This design comes from an exercise in tuning for small area, a short achievable clock period and few clock cycles on the open sky130 flow, not from production work. Where RTL was checked, it was by simulation tests only, not by an equivalence proof against the original. Power figures rest on the tool's default switching activity, not on a simulated workload.

amber:
// pq_engine
module pq_engine (
    input  wire         clk,
    input  wire         rst,
    input  wire         cmd_valid,
    output wire         cmd_ready,
    input  wire [4:0]   cmd_k,
    input  wire [4:0]   cmd_x,
    input  wire [4:0]   cmd_y,
    input  wire         cmd_two,
    input  wire         in_valid,
    output wire         in_ready,
    input  wire [127:0] in_data,
    output wire         out_valid,
    input  wire         out_ready,
    output wire [127:0] out_data,
    output wire [4:0]   out_pos
);
    localparam LANES = 16;
    localparam [1:0] S_IDLE = 2'd0,
                     S_LOAD = 2'd1,
                     S_OUT1 = 2'd2,
                     S_OUT2 = 2'd3;
    function [7:0] gf_mul2;
        input [7:0] a;
        begin
            gf_mul2 = {a[6:0], 1'b0} ^ (a[7] ? 8'h1D : 8'h00);
        end
    endfunction
    function [7:0] gf_mul;
        input [7:0] a;
        input [7:0] b;
        integer i;
        reg [7:0] p;
        reg [7:0] t;
        begin
            p = 8'h00;
            t = a;
            for (i = 0; i < 8; i = i + 1) begin
                if (b[i])
                    p = p ^ t;
                t = gf_mul2(t);
            end
            gf_mul = p;
        end
    endfunction
    function [7:0] t_gpow;
        input [4:0] i;
        begin
            t_gpow[0] = (~i[1] & i[2] & i[3] & ~i[4]) | (~i[1] & ~i[2] & i[3] & i[4]) | (i[0] & i[2] & ~i[3] & i[4]) | (~i[0] & ~i[1] & ~i[2] & ~i[4]) | (~i[0] & i[2] & i[3] & ~i[4]) | (~i[0] & i[1] & ~i[2] & ~i[3] & i[4]);
            t_gpow[1] = (i[0] & ~i[1] & ~i[2] & i[3]) | (i[1] & i[2] & i[3] & ~i[4]) | (~i[0] & ~i[2] & i[3] & i[4]) | (i[0] & ~i[1] & ~i[2] & ~i[4]) | (i[0] & i[2] & i[3] & ~i[4]) | (i[0] & i[1] & ~i[2] & ~i[3] & i[4]) | (~i[0] & i[1] & i[2] & ~i[3] & i[4]);
            t_gpow[2] = (~i[0] & ~i[2] & i[4]) | (~i[0] & ~i[2] & i[3]) | (~i[1] & i[2] & i[3] & ~i[4]) | (~i[1] & i[2] & ~i[3] & i[4]) | (~i[0] & i[1] & ~i[2]) | (i[1] & ~i[2] & i[3] & i[4]) | (i[0] & i[1] & i[2] & i[3]);
            t_gpow[3] = (i[0] & i[1] & ~i[2]) | (~i[0] & ~i[1] & i[3]) | (~i[2] & ~i[3] & i[4]) | (i[1] & ~i[3] & i[4]) | (~i[1] & ~i[2] & i[3] & ~i[4]);
  ...
For scale: roughly 4,400 cells after synthesis, roughly 340 flip-flops, roughly 290 I/O pins, roughly 33,000 µm² of cells after synthesis.
export LEC_CHECK = 0
export CAP_MARGIN = 20
export CORE_MARGIN = 2
export CORE_UTILIZATION = 70
export CTS_CLUSTER_DIAMETER = 100
export CTS_CLUSTER_SIZE = 20
export SLEW_MARGIN = 20
export SYNTH_HIERARCHICAL = 1
create_clock -name core_clock -period 19.0 [get_ports {clk}]
standard.sh (not shown) runs the stock make flow with config.mk's settings and CLKGATE_MAP_FILE= SYNTH_SCRIPT=/design/flow/synth_recipe.tcl, a recipe that flattens the netlist after the stock synthesis.
==> flow/flow/run.sh <==
#!/bin/bash
# Standard ORFS layout in two calls: synthesis and floorplan with no timing
# repair margin, then placement to the end with timing repair aimed below the
# clock period. Each call's output goes to its own log.
set -euo pipefail
bash standard.sh synth floorplan SETUP_SLACK_MARGIN=0 > orfs_synth_floorplan.log 2>&1
bash standard.sh finish SETUP_SLACK_MARGIN=14.0 "BUFFER_PORTS_ARGS=-buffer_cell sky130_fd_sc_hd__buf_2"  > orfs_place_route.log 2>&1
Here is what was changed in the inputs of zinc compared with amber.
--- a/flow/design.v
+++ b/flow/design.v
@@ -95,26 +95,40 @@
     wire       cb_m0   = (cb_x == 5'd0);
     wire       cb_m1   = cb_two & (cb_y == 5'd1);
     wire       cb_qm   = (cb_x == cb_k1) | (cb_two & (cb_y == cb_k1));
     wire       cb_pm   = (cb_x == cb_k) | (cb_two & (cb_y == cb_k));
     wire       cb_dd   = cx_data & cb_two & (cb_y < cb_k);
     wire       cb_dp   = cx_data & cb_two & (cb_y == cb_k);
     wire       cb_dq   = cx_data & cb_two & (cb_y == cb_k1);
     wire       cb_qa   = (cb_x == cb_k1);
     wire [7:0] cb_gx   = t_gpow(cb_x);
     wire [7:0] cb_gix  = t_ginv(cb_x);
     wire [7:0] cb_z    = t_zinv(cb_d);
-    reg  [7:0] p_c;
-    always @(posedge clk)
-        p_c <= cb_dd ? gf_mul(cb_z, cb_gix) : (cb_dp ? cb_gix : 8'h01);
-    wire [7:0] l_c   = p_c;
+    reg  [7:0] p_r;
+    reg  [2:0] p_n;            
+    wire [1:0] p_t = (p_n[1:0] == 2'd0) ? cb_gix[7:6] :
+                     (p_n[1:0] == 2'd1) ? cb_gix[5:4] :
+                     (p_n[1:0] == 2'd2) ? cb_gix[3:2] : cb_gix[1:0];
+    wire [7:0] p_rn  = gf_mul2(gf_mul2(p_r)) ^ (p_t[1] ? gf_mul2(cb_z) : 8'h00) ^
+                       (p_t[0] ? cb_z : 8'h00);
+    wire       p_rdy = ~cb_dd | p_n[2] | (p_n[1:0] == 2'd3);
+    always @(posedge clk) begin
+        if (cmd_fire) begin
+            p_r <= 8'h00;
+            p_n <= 3'd0;
+        end else if (~p_n[2]) begin
+            p_r <= p_rn;
+            p_n <= p_n + 3'd1;
+        end
+    end
+    wire [7:0] l_c   = cb_dd ? p_r : (cb_dp ? cb_gix : 8'h01);
     wire [7:0] l_e   = cb_dq ? cb_gx :
                        cb_dd ? cb_z :
                        (cb_dp | cb_qa) ? 8'h01 : 8'h00;
     wire [7:0] l_c1  = gf_mul2(l_c);
     wire [4:0] l_p0  = cb_m0 ? (cb_m1 ? 5'd2 : 5'd1) : 5'd0;
     wire [7:0] l_cw0 = cb_m0 ? (cb_m1 ? gf_mul2(l_c1) : l_c1) : l_c;
     wire [4:0] l_lp  = cb_qm ? (cb_pm ? cb_k - 5'd1 : cb_k) : cb_k1;
     reg [1:0]   state;
     reg         in_rdy;
     reg [4:0]   k_r, x_r, y_r, lp_r;  
     reg         two_r;
@@ -233,23 +247,23 @@
             state   <= S_IDLE;
             sh_r    <= 1'b0;
             cb_v    <= 1'b0;
             cb_p    <= 1'b0;
             cmd_rdy <= 1'b1;
             in_rdy  <= 1'b0;
             first   <= 1'b0;
         end else begin
             state   <= state_n;
             sh_r    <= (state_n == S_OUT1) & two_r;
             cb_v    <= cb_v_n;
-            cb_p    <= cb_v & ~load_row;
+            cb_p    <= cb_v & ~load_row & p_rdy;
             cmd_rdy <= ~cb_v_n;
             in_rdy  <= (state_n == S_LOAD);
             if (load_row)
                 first <= 1'b1;
             else if (consume)
                 first <= 1'b0;
         end
     end
 endmodule
 module pq_and_xor2 (
     input  wire a0,
### Flow results
zinc ran to completion and came out clean on the timing, DRC and antenna checks.
The final layout from amber, which completed every stage, passed the timing, DRC and antenna checks at the end of the flow.
Worst setup slack (lower): amber
Compared with amber, zinc ends up with a smaller final cell area.
Re arrival time reported for the critical path endpoint: amber was higher than zinc.
Against amber, total power in zinc fell by more than 10%.
zinc against amber; total of cells resized after clock tree synthesis is down by a few percent.
Share of the yosys chip area belonging to registers in zinc vs amber: up 0.40 points
Against amber, zinc reports a total of clock buffers placed in the layout that is higher.
On routed wire length: between amber and zinc, it ends up lower for zinc.
The run showing the smaller post-synthesis to final-layout area growth is zinc.
zinc vs amber, horizontal die dimension went down by 0.45%.
Testbench counts of zinc, summed over its fixed seeds: cycles 8,513.
Function not checked in amber: the RTL went through the layout flow alone.

## port drivers added, routing unchanged
No port has a modelled driver above. Below, the same layouts with a new extraction and two added sets of constraints.
Step 1 (the two cells are an assumption about what drives the block):
set clk [get_ports {clk}]
set_driving_cell -lib_cell sky130_fd_sc_hd__clkbuf_16 $clk
set_driving_cell -lib_cell sky130_fd_sc_hd__buf_2 [delete_from_list [all_inputs] $clk]
Step 2 adds t to the input delays and takes it off the output delays; t is the mean of the earliest and latest rising clock arrival at the registers after step 1. Input paths then give back, and output paths get back, about the clock's delay inside the block.
a / b / c = ideal ports / drivers / drivers and shift; a / b = the first two.
run	shift t [ns]	setup WS [ns]	worst hold slack (ns)	worst setup path at the end	cell pins on the clock port's net
amber	0.627	13.986 / 13.922 / 13.402	0.506 / 0.506 / 0.506	input to register	1
zinc	0.637	14.008 / 13.949 / 13.384	0.518 / 0.518 / 0.518	input to register	1
After both steps every run listed still meets setup and hold. For zinc, which loses most, drivers alone change the setup slack by -0.059 ns; drivers and shift together by -0.624 ns.
